This is an optimization exercise on Yosys and OpenROAD, whose aim is small area, a short achievable clock period and few clock cycles per item, not a production implementation. At most, simulation tests tie the RTL to the original design; equivalence was not proved. No functional check of the RTL was part of runs 2 and 3.

--- config.mk ---
export PLATFORM = sky130hd
export DESIGN_NAME = div_unit
export DESIGN_NICKNAME = div_unit
export VERILOG_FILES = /design/flow/design.v
export SDC_FILE = /design/flow/constraint.sdc
export NUM_CORES = 4
export LEC_CHECK = 0
export CAP_MARGIN = 20
export CORE_MARGIN = 2
export CORE_UTILIZATION = 40
export SLEW_MARGIN = 20
--- constraint.sdc ---
create_clock -name core_clock -period 11.0 [get_ports {clk}]
set_input_delay 2.2000 -clock core_clock [delete_from_list [all_inputs] [get_ports {clk}]]
set_output_delay 2.2000 -clock core_clock [all_outputs]
set_load 0.01 [all_outputs]
--- design.v ---
module div_unit (
    input  wire        clk,
    input  wire        rst,        
    input  wire        trig,       
    input  wire        sgn,        
    input  wire [63:0] a,          
    input  wire [63:0] b,          
    output reg  [63:0] dq,         
    output reg  [63:0] dm,         
    output wire        done,       
    output reg         cpl,        
    output reg         ov,         
    output reg         dz          
);
    localparam LATENCY = 26;
    localparam STEPS   = 22;       
    reg [4:0]  cnt;                
    reg [64:0] rem;                
    reg [65:0] quo;                
    reg [63:0] dvs;                
    reg        neg_q, neg_r;       
    reg        ov_q, dz_q;
    assign done = (cnt == 5'd0);
    wire        a_neg  = sgn && a[63];
    wire        b_neg  = sgn && b[63];
    wire [63:0] a_mag  = a_neg ? (~a + 64'd1) : a;
    wire [63:0] b_mag  = b_neg ? (~b + 64'd1) : b;
    wire        b_zero = (b == 64'd0);
    wire        a_min  = (a == 64'h8000_0000_0000_0000);
    wire        b_m1   = (b == 64'hFFFF_FFFF_FFFF_FFFF);
    function automatic [130:0] div_step(input [64:0] r_in, input [65:0] q_in,
                                        input [63:0] d);
        reg [64:0] r_sh;
        reg [65:0] diff;
        begin
            r_sh = {r_in[63:0], q_in[65]};
            diff = {1'b0, r_sh} - {2'b00, d};
            if (!diff[65])
                div_step = {diff[64:0], q_in[64:0], 1'b1};
            else
                div_step = {r_sh, q_in[64:0], 1'b0};
        end
    endfunction
    wire [130:0] s1 = div_step(rem,          quo,          dvs);
    wire [130:0] s2 = div_step(s1[130:66],   s1[65:0],     dvs);
    wire [130:0] s3 = div_step(s2[130:66],   s2[65:0],     dvs);
    wire [63:0] q_res = dz_q  ? 64'd0 : (neg_q ? (~quo[63:0] + 64'd1) : quo[63:0]);
    wire [63:0] r_res = neg_r ? (~rem[63:0] + 64'd1) : rem[63:0];
    always @(posedge clk) begin
        if (rst) begin
            cnt <= 5'd0;
            dq  <= 64'd0;
            dm  <= 64'd0;
            cpl <= 1'b0;
            ov  <= 1'b0;
            dz  <= 1'b0;
        end else if (trig) begin
            cnt   <= LATENCY - 1;
            rem   <= 65'd0;
            quo   <= {2'b00, a_mag};
            dvs   <= b_mag;
            neg_q <= a_neg ^ b_neg;
            neg_r <= a_neg;
            ov_q  <= sgn && a_min && b_m1;
            dz_q  <= b_zero;
            cpl   <= 1'b0;
        end else if (cnt == 5'd1) begin
            cnt <= 5'd0;
            dq  <= q_res;
            dm  <= r_res;
            ov  <= ov_q;
            dz  <= dz_q;
            cpl <= 1'b1;
        end else begin
            if (cnt > 5'd3) begin
                rem <= s3[130:66];
                quo <= s3[65:0];
            end
            if (cnt != 5'd0)
                cnt <= cnt - 5'd1;
            cpl <= 1'b0;
        end
    end
endmodule
--- run.sh ---
#!/bin/bash
# synth_recipe.tcl (not shown) runs the flow's synth.tcl, then flattens the netlist and writes it again
# the make line also repeats each setting of config.mk as NAME=value (left out here)
make -C /OpenROAD-flow-scripts/flow DESIGN_CONFIG=/design/flow/config.mk WORK_HOME=/design/flow/orfs CLKGATE_MAP_FILE= SYNTH_SCRIPT=/design/flow/synth_recipe.tcl finish
==> key figures, run 1 <==
Logic synthesis
  – Commonest cells in the synthesized netlist: nand2_1, a21oi_1, o21ai_0, nor2_1, xor2_1
  – Seq/Total Area, Yosys: 28.95%
  – Biggest area consumer among synthesized cells: edfxtp_1
  – Synth area leaders: edfxtp_1, dfxtp_1, ha_1
  – Yosys warning count: 1
  – Synth top area share: 19.86%
  – Ys async rst share: 0%
  – Most common cell in the netlist: nand2_1
  – Net Count, Synth: 4,017
  – Post-synthesis cell type count: 89
  – Cells after Synth: 3,681
  – Post-synthesis area per instance: 8.133 µm²
  – Number of flops mapped to enable cells by yosys: 198
  – Mapped cell area: 0.02994 mm²
  – Ys flop type: edfxtp_1
  – FF+latch count, synth: 334

Die
  – Top Ports: 264
  – Die height: 277.6 µm
  – Core Area: 0.07432 mm²
  – Die W: 277.6 µm
  – Effective utilization at floorplan: 40.28%
  – Row cnt: 100
  – Die area: 0.07705 mm²

Min path
  – Hold Path Class: flop to flop

Finish
  – Layout Cells excl Fill: 5,070
  – Nets: 4,396
  – Layout cells sized above 1: 10.43%
  – Final core utilization: 49.09%
  – Area Growth Syn to Fin: 21.86%

STA
  – Setup tns final: 0 ns
  – Ratio of final minimum period to clock period: 95.83%
  – Worst slew pin tran: 1.044 ns
  – Final Hold Fails: 0
  – Setup Viol. Count Final: 0
  – Clock Skews: 0.02376 ns
  – Slew HR: 30.39%
  – Max Freq: 0.09486 GHz
  – Minimum clock period: 10.54 ns
  – Max Slew Vio Count: 0

Drt
  – DR vias/cell: 5.748
  – Antenna-violating nets left: 0
  – DR DRC count: 0
  – Overall routed net length: 107,500 µm
  – DRT iter0 DRCs: 2,468
  – Avg WL per Cell: 21.21 µm
  – Vias: 29,140
  – DRT Pass-1 Iters: 6

Setup path
  – Crit start category: flop
  – CP max stage cell: edfxtp_1
  – Worst Path Arrival: 10.85 ns
  – CP Class: flop to flop
  – Critical path's top delay family: compound AO/OA/AOI/OAI gates
  – Cell mode on critical path: buf_4
  – Crit. End Element: flop
  – Max stage delay on crit path: 0.50 ns
  – Worst Path Max Fanout: 19
  – Worst endpoint required time: 11.31 ns
  – Worst path bufs/invs: 9

Global route
  – Total grt overflow: 0
  – Initial antenna violation count: 16
  – Largest net degree at the start of global routing: 113
  – Number of global-route vias before repair: 27,730
  – Total GRT Usage: 27.06%
  – Global-route wire length before repair: 164,100 µm

Clocking
  – CTS Root Cell: clkbuf_16
  – Htree depth: 2
  – CTS tree: done
  – Clock sinks: 334
  – CTS Buf Count: 43
  – Hold Buf Count CTS: 0
  – CTS Buffer Depth: 3
  – Worst-path clk slew: 0.07 ns
  – Worst skew pair latency: 0.60 ns

Run status
  – Outcome: finished clean

Place
  – Final Wtd Congestion: 0.9814
  – IO Port Bufs: 263
  – Placed insts: 4,983
  – Post-DP HPWL: 85,720 µm

Run
  – Total of max-cap violations: 0
final cells by class:
type                    instances  area (µm²)
flip-flops and latches        334        8668
multi-input cells            3038       20120
clock buffers                  60        1232
repair buffers                492        4473
well taps                     969        1212
clock inverters                20       192.7
diodes                          6       15.01
inverters                     151       566.8
fillers                      7278       37840
stage by stage:
step	area [µm²]	hold WS, ns	worst slack, ns
after floorplan	29940	0.4358	1.184
after global placement	34980	0.4331	0.4212
after detailed placement	35010	0.4403	0.3136
after CTS	36430	0.4507	0.2629
after global routing	36470	0.4624	-0.07404
final	36480	0.4443	0.4585
flip-flops by register name, indices dropped and copies added (netlist names):
signal  count
neg_q       1
rem        64
ov_q        1
dm         64
dz          1
neg_r       1
ov          1
dz_q        1
dvs        64
quo        66
cnt         5
cpl         1
dq         64
metal layers:
layer | global-route usage (%) | part of all wire [%]
met1 | 38.08 | 46
met2 | 41.85 | 43
met3 | 5.475 | 8.2
met4 | 7.637 | 2.6
met5 | 0 | 0.12
layout by cell type, fill, tap and decap left out, drive strengths merged, types with 8 or more instances in the layout:
master	Yosys	layout
nand3b	8	8
a211oi	26	26
nor4	30	30
or4	37	37
mux2i	56	56
o31ai	61	61
nor2b	36	36
o21a	24	24
or3	45	45
and2	24	24
nand4	50	50
and3	30	30
mux2	67	67
a31oi	22	22
o21bai	30	30
a31o	9	9
ha	201	201
inv	151	156
buf	35	230
a21o	88	88
o21ai	352	352
clkdlybuf4s50	0	262
clkinv	0	11
nor3	92	92
nand2	373	373
edfxtp	198	198
xor2	226	226
xnor2	193	193
nand3	68	68
dfxtp	136	136
a21oi	365	365
o211ai	31	31
o41ai	26	26
clkbuf	123	60
nand2b	44	44
nor2	284	284
a21boi	13	13
or2	17	17
path summary, 6_finish.rpt:
kind | cells after the start | slack [ns] | to | startpoint
worst max register to register | 39 | 0.46 | rem[16] | rem[23]
worst max-delay path | 39 | 0.46 | rem[16] | rem[23]
worst min register to register | 2 | 0.44 | dm[50] | dm[50]
worst min-delay path | 2 | 0.44 | dm[50] | dm[50]
cells by family (layout without fill, tap and decap cells):
family,count (synthesis),after routing,share of synthesized area (%)
buf+inv,309,723,4.138
xor+xnor,419,419,12.26
compound gates,1134,1134,23.22
fa+ha+maj,204,204,8.601
other cells,0,6,0
mux,123,123,4.393
flops,334,334,28.95
simple gates,1158,1158,18.43
repair_timing:
item	CTS	global route
gates resized for setup	0	8
setup endpoints to repair	0	61
buffers inserted	0	1
tightest hold or removal path, delay by kind of cell, from the launching register on:
family             cells  cell delay [ns]
and+or+nand+nor        1             0.05
DFF                    1             0.30
AOI/OAI and AO/OA      1             0.05
Testbench counts, summed over its fixed seeds: cycles 83,200, divisions 3,200.
==> run 2, diff against run 1 <==
==> design.v (replaced) <==
module div_unit (
    input  wire        clk,
    input  wire        rst,        
    input  wire        trig,       
    input  wire        sgn,        
    input  wire [63:0] a,          
    input  wire [63:0] b,          
    output reg  [63:0] dq,         
    output reg  [63:0] dm,         
    output wire        done,       
    output reg         cpl,        
    output reg         ov,         
    output reg         dz          
);
    reg        busy;               
    reg        align;              
    reg        fix;                
    reg [5:0]  cnt;                
    reg [64:0] rem;                
    reg [63:0] quo;                
    reg [64:0] dvx;                
    reg        cin;                
    reg        neg_a;              
    reg        neg_q;              
    reg        lastq;              
    assign done = !busy;
    function automatic [6:0] width64(input [63:0] v);
        integer i;
        begin
            width64 = 7'd0;
            for (i = 0; i < 64; i = i + 1)
                if (v[i]) width64 = i + 1;
        end
    endfunction
    function automatic [63:0] lower_or(input [63:0] v);
        integer i, l;
        begin
            lower_or = {v[62:0], 1'b0};
            for (l = 1; l < 64; l = l * 2)
                for (i = 0; i < 64; i = i + 1)
                    if ((i / l) % 2 == 1)
                        lower_or[i] = lower_or[i] | lower_or[(i / l) * l - 1];
        end
    endfunction
    wire        a_neg  = sgn && a[63];
    wire        b_neg  = sgn && b[63];
    wire [6:0]  wa_x   = width64(a ^ {64{a_neg}});
    wire [6:0]  wb_x   = width64(b ^ {64{b_neg}});
    wire [6:0]  wa     = wa_x + {6'd0, a_neg};
    wire [6:0]  wb     = (wb_x == 7'd0) ? 7'd1 : wb_x;
    wire        b_zero = (b == 64'd0);
    wire        fast   = b_zero || (wa < wb);    
    wire [6:0]  shamt  = wa - wb;
    wire        inv_t  = (a_neg == b_neg);       
    wire        mp_t   = a_neg && !b_neg;        
    reg [64:0] sh;
    integer k;
    always @* begin
        sh = {neg_q ^ neg_a, quo} ^ {65{!neg_q}};    
        for (k = 0; k < 6; k = k + 1)
            if (cnt[k]) sh = (sh << (1 << k)) | ({65{!neg_q}} & ((65'd1 << (1 << k)) - 65'd1));
    end
    wire [65:0] ra = {rem[64], rem};
    wire [65:0] xa = {dvx[64], dvx};
    reg  [65:0] gg, pp, cc;
    integer i, l;
    always @* begin
        gg = ra & xa;
        pp = ra ^ xa;
        gg[0] = gg[0] | (pp[0] & cin);
        for (l = 1; l < 66; l = l * 2)
            for (i = 0; i < 66; i = i + 1)
                if ((i / l) % 2 == 1) begin
                    gg[i] = gg[i] | (pp[i] & gg[(i / l) * l - 1]);
                    pp[i] = pp[i] & pp[(i / l) * l - 1];
                end
        cc = {gg[64:0], cin};
    end
    wire [65:0] p0   = ra ^ xa;
    wire [65:0] s    = p0 ^ cc;
    wire        allp = &p0;                    
    wire        acc  = neg_a ? (s[65] | (cin & allp)) : !s[65];
    wire [64:0] rsel = acc ? s[64:0] : rem;
    wire        qlsb  = fix ? lastq : acc;
    wire [63:0] qn    = {quo[62:0], qlsb};
    wire [63:0] qlo   = lower_or({quo[62:0], 1'b0}) | {{63{qlsb}}, 1'b0};
    wire [63:0] q_res = qn ^ (qlo & {64{neg_q}});
    wire [63:0] r_res = fix ? s[63:0] : rsel[63:0];
    wire        last  = !align && !fix && (cnt == 6'd0);
    always @(posedge clk) begin
        cpl <= 1'b0;
        if (rst) begin
            busy <= 1'b0;
            dq   <= 64'd0;
            dm   <= 64'd0;
        end else if (trig) begin
            ov    <= a_neg && b_neg && (a == 64'h8000_0000_0000_0000) &&
                     (b == 64'hFFFF_FFFF_FFFF_FFFF);
            dz    <= b_zero;
            neg_a <= a_neg;
            neg_q <= a_neg ^ b_neg;
            if (fast) begin
                busy <= 1'b0;
                cpl  <= 1'b1;
                dq   <= 64'd0;
                dm   <= a;
            end else begin
                busy  <= 1'b1;
                align <= 1'b1;
                fix   <= 1'b0;
                cnt   <= shamt[5:0];
                rem   <= {a_neg, a};
                quo   <= b;
                dvx   <= {65{mp_t}};         
                cin   <= 1'b0;
            end
        end else if (busy) begin
            if (align) begin
                align <= 1'b0;
                rem   <= s[64:0];
                quo   <= 64'd0;
                dvx   <= sh;
                cin   <= !neg_q;
            end else if (fix) begin
                busy <= 1'b0;
                cpl  <= 1'b1;
                dq   <= q_res;
                dm   <= r_res;
            end else begin
                rem <= rsel;
                dvx <= {dvx[64], dvx[64:1]};
                cnt <= cnt - 6'd1;
                if (last) begin
                    if (neg_a && !cin) begin
                        fix   <= 1'b1;
                        lastq <= acc;
                        dvx   <= 65'd0;
                        cin   <= 1'b1;
                    end else begin
                        busy <= 1'b0;
                        cpl  <= 1'b1;
                        dq   <= q_res;
                        dm   <= r_res;
                    end
                end else begin
                    quo <= qn;
                end
            end
        end
    end
endmodule
==> run 2 against run 1 <==
- still clean on timing, DRC and antenna
- worst hold slack gained 0.0021 ns
- wire length is 7.1% lower
- die area down 9.6%
- worst setup slack improved by 0.036 ns
- sequential share of layout area increased by 4.3 points
==> key figures, run 2 <==
Die
  – Die W: 263.9 µm (-4.9%)
  – Die height: 263.9 µm (-4.9%)
  – Core Area: 0.06704 mm² (-9.8%)
  – Top Ports: 264 (unchanged)
  – Die area: 0.06966 mm² (-9.6%)
  – Effective utilization at floorplan: 40.31% (about the same)
  – Row cnt: 95 (-5.0%)

Global route
  – GR Util met1: 40.84% (+2.8 points)
  – Largest net degree at the start of global routing: 151 (+34%)
  – Total grt overflow: 0 (unchanged)
  – Met3 GRT Util: 5.164% (-0.31 points)
  – Total GRT Usage: 27.72% (+0.65 points)
  – Met2 usage: 41.39% (-0.46 points)
  – Global-route wire length before repair: 148,600 µm (-9.4%)
  – Busiest grt layer: met2
  – Initial antenna violation count: 4 (-12)
  – Number of global-route vias before repair: 23,420 (-16%)

Logic synthesis
  – Synth area leaders: edfxtp_1, dfxtp_1, a21oi_1
  – Ys async rst share: 0% (unchanged)
  – Ys flop type: edfxtp_1
  – Yosys warning count: 1 (unchanged)
  – Number of flops mapped to enable cells by yosys: 208 (+5.1%)
  – Biggest area consumer among synthesized cells: edfxtp_1
  – Seq/Total Area, Yosys: 32.74% (+3.8 points)
  – Post-synthesis cell type count: 82 (-7.9%)
  – Mapped cell area: 0.02702 mm² (-9.7%)
  – FF+latch count, synth: 338 (+1.2%)
  – Post-synthesis area per instance: 8.204 µm² (+0.88%)
  – Net Count, Synth: 3,512 (-13%)
  – Commonest cells in the synthesized netlist: nand2_1, nor2_1, a21oi_1, o21ai_0, clkbuf_1
  – Cells after Synth: 3,294 (-11%)
  – Synth top area share: 23.11% (+3.3 points)
  – Most common cell in the netlist: nand2_1

Drt
  – Overall routed net length: 99,930 µm (-7.1%)
  – DRT iter0 DRCs: 3,272 (+33%)
  – Antenna-violating nets left: 0 (unchanged)
  – Avg WL per Cell: 23.31 µm (+9.9%)
  – DRT Pass-1 Iters: 7 (+1)
  – DR vias/cell: 6.068 (+5.6%)
  – DR DRC count: 0 (unchanged)
  – Vias: 26,020 (-11%)

Setup path
  – Cell mode on critical path: or4_4
  – Max stage delay on crit path: 0.98 ns (+0.48 ns)
  – FF-to-FF path depth: 31 (-21%)
  – CP max stage cell: a2111oi_0
  – Worst Path Arrival: 10.94 ns (+0.09 ns)
  – Crit start category: flop
  – Worst endpoint required time: 11.44 ns (+0.13 ns)
  – Worst Path Max Fanout: 7 (-12)
  – CP Class: flop to flop
  – Crit. End Element: flop

Clocking
  – CTS Buffer Depth: 3 (unchanged)
  – # Post-CTS Setup Buffers: 0 (unchanged)
  – CTS Root Cell: clkbuf_16
  – Post-CTS Resized: 0 (unchanged)
  – Hold Buf Count CTS: 0 (unchanged)
  – Worst-path clk slew: 0.06 ns (about the same)
  – CTS Buf Count: 40 (-7.0%)
  – Worst skew pair latency: 0.60 ns (about the same)
  – Htree depth: 2 (unchanged)
  – Clock sinks: 338 (+1.2%)
  – CTS tree: done

Finish
  – Layout cells sized above 1: 6.221% (-4.2 points)
  – Layout Cells excl Fill: 4,287 (-15%)
  – Multi-input logic area: 0.01700 mm² (-15%)
  – Nets: 3,595 (-18%)
  – Commonest non-fill, non-tap cell in the layout: nand2_1
  – Fillcell total: 6,656 (-8.5%)
  – Area Growth Syn to Fin: 16.61%
  – Register Area: 0.008848 mm² (+2.1%)
  – Most frequent cells in the layout: nand2_1, nor2_1, a21oi_1
  – Regs by FF count: dvx x65, rem x65

STA
  – Setup tns final: 0 ns (unchanged)
  – Slew HR: 22.70% (-7.7 points)
  – Slack of the critical path: 0.4947 ns (+0.03620 ns)
  – Max Slew Vio Count: 0 (unchanged)
  – Unrepaired setup endpoints after global routing: false
  – Minimum clock period: 10.51 ns (-0.03620 ns)
  – Setup Viol. Count Final: 0 (unchanged)
  – Max Freq: 0.09519 GHz (+0.34%)
  – Final Hold Fails: 0 (unchanged)
  – Ratio of final minimum period to clock period: 95.50% (-0.33 points)
  – Worst slew pin tran: 1.130 ns (+0.08612 ns)
  – Clock Skews: 0.03449 ns (+0.01073 ns)

Min path
  – Hold Path Class: flop to flop
  – Hold-critical path depth: 2 (unchanged)

Place
  – Post-DP HPWL: 75,290 µm (-12%)
  – Final Wtd Congestion: 0.9588 (-2.3%)
  – IO Port Bufs: 263 (unchanged)
  – DP Worst Slack: 0.3766 ns (+0.06302 ns)
  – Placed insts: 4,208 (-16%)

Run status
  – Outcome: finished clean

Run
  – Total of max-cap violations: 0 (unchanged)
==> run 2: changes by cell type after synthesis, sizes merged, moves of 48 or more <==
cell | before | now
nor2 | 284 | 350
mux2 | 67 | 13
a211oi | 26 | 74
inv | 151 | 67
ha | 201 | 77
xor2 | 226 | 76
mux2i | 56 | 127
mux4 | 0 | 57
xnor2 | 193 | 132
clkbuf | 123 | 212
a21oi | 365 | 309
o21ai | 352 | 290
==> run 2: worst max-delay path, delay by kind of cell, from the launching register on <==
family | cells | cell delay (ns)
buffers and inverters | 2 | 0.21
flip-flops | 1 | 0.41
AND/OR/NAND/NOR | 11 | 3.79
XOR/XNOR | 1 | 0.16
adder cells (fa/ha/maj) | 3 | 1.00
AO/OA/AOI/OAI | 14 | 4.77
==> run 2: logic make-up after synthesis <==
logic type      after synthesis  synth area share (%)
compound gates              976                 22.02
buf+inv                     330                 4.588
fa+ha+maj                    86                 4.232
mux                         197                 9.996
xor+xnor                    208                 6.741
flops                       338                 32.74
simple gates               1159                 19.68
==> run 2: metrics by stage <==
step / hold slack, ns / instance area [µm²] / util, %
floorplan: 0.4696 / 27020 / -
global placement: 0.4353 / 30150 / 44.97
detailed placement: 0.4434 / 30150 / 44.97
CTS: 0.4517 / 31500 / 46.98
global route: 0.4685 / 31500 / 46.99
finish: 0.4464 / 31510 / 47.01
==> run 2: worst paths after layout <==
kind | slack (ns) | start | to
max | 0.49 | cin | dq[63]
min | 0.45 | dq[52] | dq[52]
max reg2reg | 0.49 | cin | dq[63]
min reg2reg | 0.45 | dq[52] | dq[52]
==> run 2: final cells by class <==
type | instances | share of cell area [%]
Antenna cell | 6 | 0.04765
Clock buffer | 49 | 3.379
Clock inverter | 24 | 0.8934
Inverter | 70 | 0.8576
Multi-Input combinational cell | 2626 | 53.95
Sequential cell | 338 | 28.08
Tap cell | 873 | 3.466
Timing Repair Buffer | 301 | 9.323
==> run 2: layer usage <==
metal / part of all wire [%] / vias up
met2: 43 / 1186
met1: 45 / 12490
li1: - / 12210
met4: 2.7 / 0
met3: 9.3 / 133
met5: 0 / -
==> run 3, diff against run 2 <==
--- a/config.mk
+++ b/config.mk
@@ -10,2 +10,3 @@
 export CORE_UTILIZATION = 40
+export SETUP_SLACK_MARGIN = 5
 export SLEW_MARGIN = 20
==> run 3 against run 2 <==
- die area unchanged
- area after synthesis unchanged
- design area rose by 14%
- sequential share of layout area is 3.5 points lower
- critical path depth stayed put
==> key figures, run 3 <==
Run status
  – Outcome: finished clean

Setup path
  – Max stage delay on crit path: 0.49 ns (-0.49 ns)
  – Worst endpoint required time: 11.46 ns (+0.02 ns)
  – Worst r2r src: cin
  – Worst Path Max Fanout: 3 (-4)
  – R2R Setup Slk: 2.25 ns (+1.75 ns)
  – Crit. End Element: flop
  – CP max stage cell: or4_4
  – CP Class: flop to flop
  – FF-to-FF path depth: 31 (unchanged)
  – Worst Path Arrival: 9.21 ns (-1.73 ns)
  – Cell mode on critical path: or4_4
  – Crit start category: flop
  – Worst r2r dst: dq[63]

STA
  – Setup Viol. Count Final: 0 (unchanged)
  – Worst slew pin tran: 1.235 ns (+0.1052 ns)
  – Max Slew Vio Count: 0 (unchanged)
  – Ratio of final minimum period to clock period: 79.57% (-16 points)
  – Final Hold Fails: 0 (unchanged)
  – Setup tns final: 0 ns (unchanged)
  – Unrepaired setup endpoints after global routing: true
  – Slew HR: 17.44% (-5.3 points)
  – Minimum clock period: 8.753 ns (-1.753 ns)
  – Clock Skews: 0.02900 ns (-0.005494 ns)
  – Max Freq: 0.1143 GHz (+20%)

Logic synthesis
  – Yosys warning count: 1 (unchanged)
  – Post-synthesis area per instance: 8.204 µm² (unchanged)
  – Seq/Total Area, Yosys: 32.74% (unchanged)
  – Most common cell in the netlist: nand2_1
  – Ys flop type: edfxtp_1
  – Cells after Synth: 3,294 (unchanged)
  – Commonest cells in the synthesized netlist: nand2_1, nor2_1, a21oi_1, o21ai_0, clkbuf_1
  – Synth area leaders: edfxtp_1, dfxtp_1, a21oi_1
  – Number of flops mapped to enable cells by yosys: 208 (unchanged)
  – Ys async rst share: 0% (unchanged)
  – Post-synthesis cell type count: 82 (unchanged)
  – Synth top area share: 23.11% (unchanged)
  – FF+latch count, synth: 338 (unchanged)
  – Net Count, Synth: 3,512 (unchanged)
  – Mapped cell area: 0.02702 mm² (unchanged)
  – Biggest area consumer among synthesized cells: edfxtp_1

Clocking
  – CTS Buf Count: 40 (unchanged)
  – Worst-path clk slew: 0.06 ns (about the same)
  – Worst skew pair latency: 0.59 ns (about the same)
  – Clock sinks: 338 (unchanged)
  – CTS tree: done
  – Hold Buf Count CTS: 0 (unchanged)
  – CTS Buffer Depth: 3 (unchanged)
  – CTS Root Cell: clkbuf_16
  – Htree depth: 2 (unchanged)

Die
  – Die W: 263.9 µm (unchanged)
  – Effective utilization at floorplan: 40.31% (unchanged)
  – Core Area: 0.06704 mm² (unchanged)
  – Row cnt: 95 (unchanged)
  – Die height: 263.9 µm (unchanged)
  – Top Ports: 264 (unchanged)
  – Die area: 0.06966 mm² (unchanged)

Place
  – Post-DP HPWL: 75,720 µm (+0.57%)
  – IO Port Bufs: 263 (unchanged)
  – Final Wtd Congestion: 0.9959 (+3.9%)

Global route
  – Total GRT Usage: 30.88% (+3.2 points)
  – Initial antenna violation count: 4 (unchanged)
  – Largest net degree at the start of global routing: 151 (unchanged)
  – Number of global-route vias before repair: 25,050 (+7.0%)
  – Global-route wire length before repair: 163,400 µm (+10%)
  – Total grt overflow: 0 (unchanged)

Drt
  – Met3 Wirelength: 11,900 µm (+28%)
  – Avg WL per Cell: 25.34 µm (+8.7%)
  – Overall routed net length: 112,900 µm (+13%)
  – DR DRC count: 0 (unchanged)
  – Vias: 27,760 (+6.7%)
  – DR vias/cell: 6.229 (+2.6%)
  – DRT iter0 DRCs: 3,577 (+9.3%)
  – WL met1: 47,760 µm (+7.0%)
  – DRT Pass-1 Iters: 8 (+1)
  – Top sig layer: met4
  – DR WL met2: 48,840 µm (+13%)
  – Antenna-violating nets left: 0 (unchanged)

Min path
  – Hold_sp: dq[56]
  – Hold Path Class: flop to flop
  – WHS Endpoint: dq[56]
  – Hold-critical path depth: 2 (unchanged)

Finish
  – Fillcell total: 6,166 (-7.4%)
  – Regs by FF count: dvx x65, rem x65
  – Commonest non-fill, non-tap cell in the layout: nand2_1
  – Layout cells sized above 1: 17.53% (+11 points)
  – Final core utilization: 53.61% (+6.6 points)
  – Area Growth Syn to Fin: 32.98%
  – Most frequent cells in the layout: nand2_1, nor2_1, a21oi_1
  – Nets: 3,769 (+4.8%)

Run
  – Total of max-cap violations: 0 (unchanged)
run 3: worst max path at each step:
stage,start,slack (ns),end,depth (start not counted)
global route,cin,2.14,dq[63],31
floorplan,a[1],2.17,dvx[0],33
global placement,sgn,0.85,dq[47],37
CTS,cin,2.42,dq[63],31
detailed placement,sgn,0.70,dq[49],37
finish,cin,2.25,dq[63],31
run 3: critical path: cells and delay by family, from the launching register on:
| kind | cells | cell delay, ns |
|---|---|---|
| and+or+nand+nor | 11 | 3.63 |
| AOI/OAI and AO/OA | 14 | 3.27 |
| adders and majority gates | 3 | 0.91 |
| DFF | 1 | 0.43 |
| xor gates and xnor gates | 1 | 0.20 |
| buffers and inverters | 2 | 0.17 |
run 3: cell families (layout without fill, tap and decap cells):
kind of cell / after synthesis / in the layout / share of synthesized area [%]
buffers and inverters: 330 / 608 / 4.588
other: 0 / 1 / 0
AOI/OAI and AO/OA: 976 / 977 / 22.02
DFF: 338 / 338 / 32.74
muxes: 197 / 197 / 9.996
adders and majority gates: 86 / 86 / 4.232
xor gates and xnor gates: 208 / 208 / 6.741
and+or+nand+nor: 1159 / 1169 / 19.68
run 3: repair_timing:
item | CTS | global route
gates cloned | 48 | 12
pin swaps | 133 | 83
endpoints found under the hold margin | 0 | 0
endpoints found under the setup margin | 404 | 403
gates resized for setup | 344 | 175
buffers inserted | 90 | 25
run 3: routing by layer:
layer | up-vias | global-route usage (%)
met5 | - | 0
met2 | 1496 | 45.63
met1 | 13430 | 44.46
li1 | 12610 | -
met3 | 224 | 6.339
met4 | 0 | 10.96
run 3: final cells by class:
class / instances / area, µm² / share of cell area [%]
diodes: 1 / 2.502 / 0.006963
clock buffers: 48 / 1105 / 3.074
repair inverters: 2 / 12.51 / 0.03482
multi-input cells: 2637 / 18570 / 51.68
clock inverters: 26 / 193.9 / 0.5396
flip-flops and latches: 338 / 8848 / 24.62
repair buffers: 462 / 5801 / 16.14
well taps: 873 / 1092 / 3.039
inverters: 70 / 309.0 / 0.8599
run 3: through the flow:
| stage | instances | worst slack [ns] | area [µm²] | hold WS, ns |
|---|---|---|---|---|
| after floorplan | 3294 | 2.167 | 27250 | 0.4696 |
| final | 4457 | 2.247 | 35940 | 0.4531 |
| after detailed placement | 4207 | 0.6963 | 30290 | 0.4452 |
| after global placement | 4207 | 0.8520 | 30290 | 0.4368 |
| after CTS | 4419 | 2.420 | 34720 | 0.4511 |
| after global routing | 4456 | 2.144 | 35940 | 0.4785 |

[what the ideal ports hide]
The flow's constraints put no driver on any port. The routed layouts listed below were extracted and timed again, unchanged, in two steps. Step 1: set_driving_cell puts a clkbuf_16 on clk and a buf_2 on each other input, an assumption about the parent block. Step 2 also shifts input and output timing later by t, the mid clock arrival at the registers, as if the neighbouring blocks saw the same clock. Three values: ideal, step 1, step 2; two values: the first two.
run | shift t [ns] | setup slack, ns | worst setup path after step 2 | latest minus earliest clock arrival (ns) | pins driven straight from the clock port
run 1 | 0.657 | 0.458 / 0.458 / 0.458 | register to register | 0.025 / 0.025 | 1
run 2 | 0.641 | 0.495 / 0.495 / 0.495 | register to register | 0.035 / 0.035 | 1
run 3 | 0.637 | 2.247 / 2.247 / 2.247 | register to register | 0.030 / 0.029 | 1
After both steps setup and hold are still met in every run listed.
